This design comes from an exercise in tuning for small area, a short achievable clock period and few clock cycles per item on the open sky130 flow, not from production work. Function was checked by simulation only, so behaviour that the tests miss may differ from the original.

Design cle_loop, start of the top module:
module cle_loop (
    input  wire        clk,
    input  wire        rst,
    input  wire        cfg_we,
    input  wire [6:0]  cfg_addr,
    input  wire [31:0] cfg_wdata,
    input  wire        ev_start,
    input  wire [31:0] ev_y,
    input  wire        ev_y_valid,
    output wire        ready,
    output wire        res_valid,
    output wire [31:0] res_u,
    output wire [31:0] res_rw,
    output wire        res_clamped,
    output wire        res_input_bad,
    output wire        res_ramping,
    output wire        res_int,
    output wire        res_limit
);
Size: roughly 3300 flip-flops, roughly 330000 um^2 of cells after synthesis.
Settings: LEC_CHECK=0, ABC_AREA=1, CAP_MARGIN=20, CORE_MARGIN=2, CORE_UTILIZATION=50, SLEW_MARGIN=20, SYNTH_HIERARCHICAL=1; clock period 30.0 ns.
standard.sh (not shown) runs the stock make flow with config.mk's settings and CLKGATE_MAP_FILE= SYNTH_SCRIPT=/design/flow/synth_recipe.tcl, a recipe that flattens the netlist after the stock synthesis.
==> flow/flow/run.sh <==
#!/bin/bash
# The standard layout (standard synthesis, floorplan, placement, CTS, routing) with ORFS's
# repair_timing asked for more setup slack than the 30 ns clock needs, so that it sizes and
# buffers the design's critical paths.  The clock, SDC and everything else are the standard flow's.
set -euo pipefail
bash standard.sh SETUP_SLACK_MARGIN=21 TNS_END_PERCENT=10 finish > flow_make.log 2>&1
Testbench counts at the start, summed over its fixed seeds: cycles 15,146, evals 2,304.
Next try:
Settings changed: CORE_UTILIZATION 50 to 46.
Effect: The new run completed without violations; worst setup slack is better by 0.037 ns; design area rose by 0.44%; fmax is higher by 0.37%; routed wire length came out higher by 1.6%; cell count is higher by 1.9%.
Next try:
==> flow/flow/run.sh (replaced) <==
#!/bin/bash
# The standard layout (standard synthesis, floorplan, placement, CTS, routing) with ORFS's
# repair_timing asked for more setup slack than the 30 ns clock needs, so that it sizes and
# buffers the design's critical paths; worst path only (no total-negative-slack repair).
# The clock, SDC and everything else are the standard flow's.
set -euo pipefail
bash standard.sh SETUP_SLACK_MARGIN=21 TNS_END_PERCENT=0 finish > flow_make.log 2>&1
The new run ran to the end with no violations. Core utilization is lower by 0.47 points. Wire length is lower by 5.9%. Global-route usage is lower by 2.4 points. Cell area is lower by 0.94%. Via count is lower by 0.55%. Area after synthesis does not change. Synthesized cell count does not change. Critical path depth is lower by 2. Die area stays the same.

========
cle_loop, a different RTL version from the one above (not shown whole).
For scale: roughly 40000 cells after synthesis, ~150 I/O pins, about 0.33 sq mm of cells after synthesis.
clock: 30.0 ns
lec_check: 0
abc_area: 1
cap_margin: 20
core_margin: 2
core_utilization: 46
slew_margin: 20
synth_hierarchical: 1
run.sh (not shown) runs the stock make flow with config.mk's settings and CLKGATE_MAP_FILE= SYNTH_SCRIPT=/design/flow/synth_recipe.tcl, a recipe that flattens the netlist after the stock synthesis.
Stock flow here: none of the scripts above is used.
The first run completed without violations.
Testbench counts at the start, summed over its fixed seeds: cycles 15,146, evals 2,304.
Edit:
==> flow/flow/run.sh (new file) <==
#!/bin/bash
# The standard layout (standard synthesis, floorplan, placement, CTS, routing) with ORFS's
# repair_timing asked for more setup slack than the 30 ns clock needs, so that it sizes and
# buffers the design's critical paths.  The clock, SDC and everything else are the standard flow's.
set -euo pipefail
bash standard.sh SETUP_SLACK_MARGIN=21 TNS_END_PERCENT=10 finish > flow_make.log 2>&1
==> flow/standard.sh (new file) <==
#!/bin/bash
# synth_recipe.tcl (not shown) runs the flow's synth.tcl, then flattens the netlist and writes it again
# the make line also repeats each setting of config.mk as NAME=value (left out here)
make -C /OpenROAD-flow-scripts/flow DESIGN_CONFIG=/design/flow/config.mk WORK_HOME=/design/flow/orfs CLKGATE_MAP_FILE= SYNTH_SCRIPT=/design/flow/synth_recipe.tcl "${@:-finish}"
removed: flow/run.sh
Result: The new run completed with no timing, DRC or antenna violations. Non-clock buffer count rose by 220. Critical path depth falls by 4. Sequential share of layout area went down by 0.42 points. Utilization increases by 0.84 points. Via count climbs slightly.

==> afterwards: timing with drivers on the ports <==
No port has a modelled driver above. Below, the same layouts with a new extraction and two added sets of constraints.
Step 1 (the two cells are an assumption about what drives the block):
set clk [get_ports {clk}]
set_driving_cell -lib_cell sky130_fd_sc_hd__clkbuf_16 $clk
set_driving_cell -lib_cell sky130_fd_sc_hd__buf_2 [delete_from_list [all_inputs] $clk]
Step 2 adds t to the input delays and takes it off the output delays; t is the mean of the earliest and latest rising clock arrival at the registers after step 1. Input paths then give back, and output paths get back, about the clock's delay inside the block.
Three values: no drivers, after step 1, after step 2; two values: the first two.
run | shift t [ns] | setup slack, ns | hold WS [ns] | worst setup path after step 2 | worst register clock-pin slew, ns
the first run of note 1 | 1.200 | 19.809 / 19.657 / 19.970 | 0.339 / 0.339 / 0.339 | input to register | 0.08 / 0.08
the second run of note 1 | 1.212 | 19.846 / 19.681 / 19.579 | 0.315 / 0.315 / 0.315 | input to register | 0.09 / 0.09
the third run of note 1 | 1.178 | 19.871 / 19.722 / 19.628 | 0.334 / 0.334 / 0.334 | input to register | 0.09 / 0.09
the first run of note 2 | 1.220 | 16.996 / 16.844 / 18.064 | 0.317 / 0.317 / 0.317 | register to output | 0.09 / 0.09
the second run of note 2 | 1.219 | 19.768 / 19.610 / 19.858 | 0.289 / 0.289 / 0.289 | input to register | 0.09 / 0.09
After both steps setup and hold are still met in every run listed. The setup slack of the second run of note 1, which loses most, moves by -0.165 ns with the drivers and by -0.267 ns with both steps.
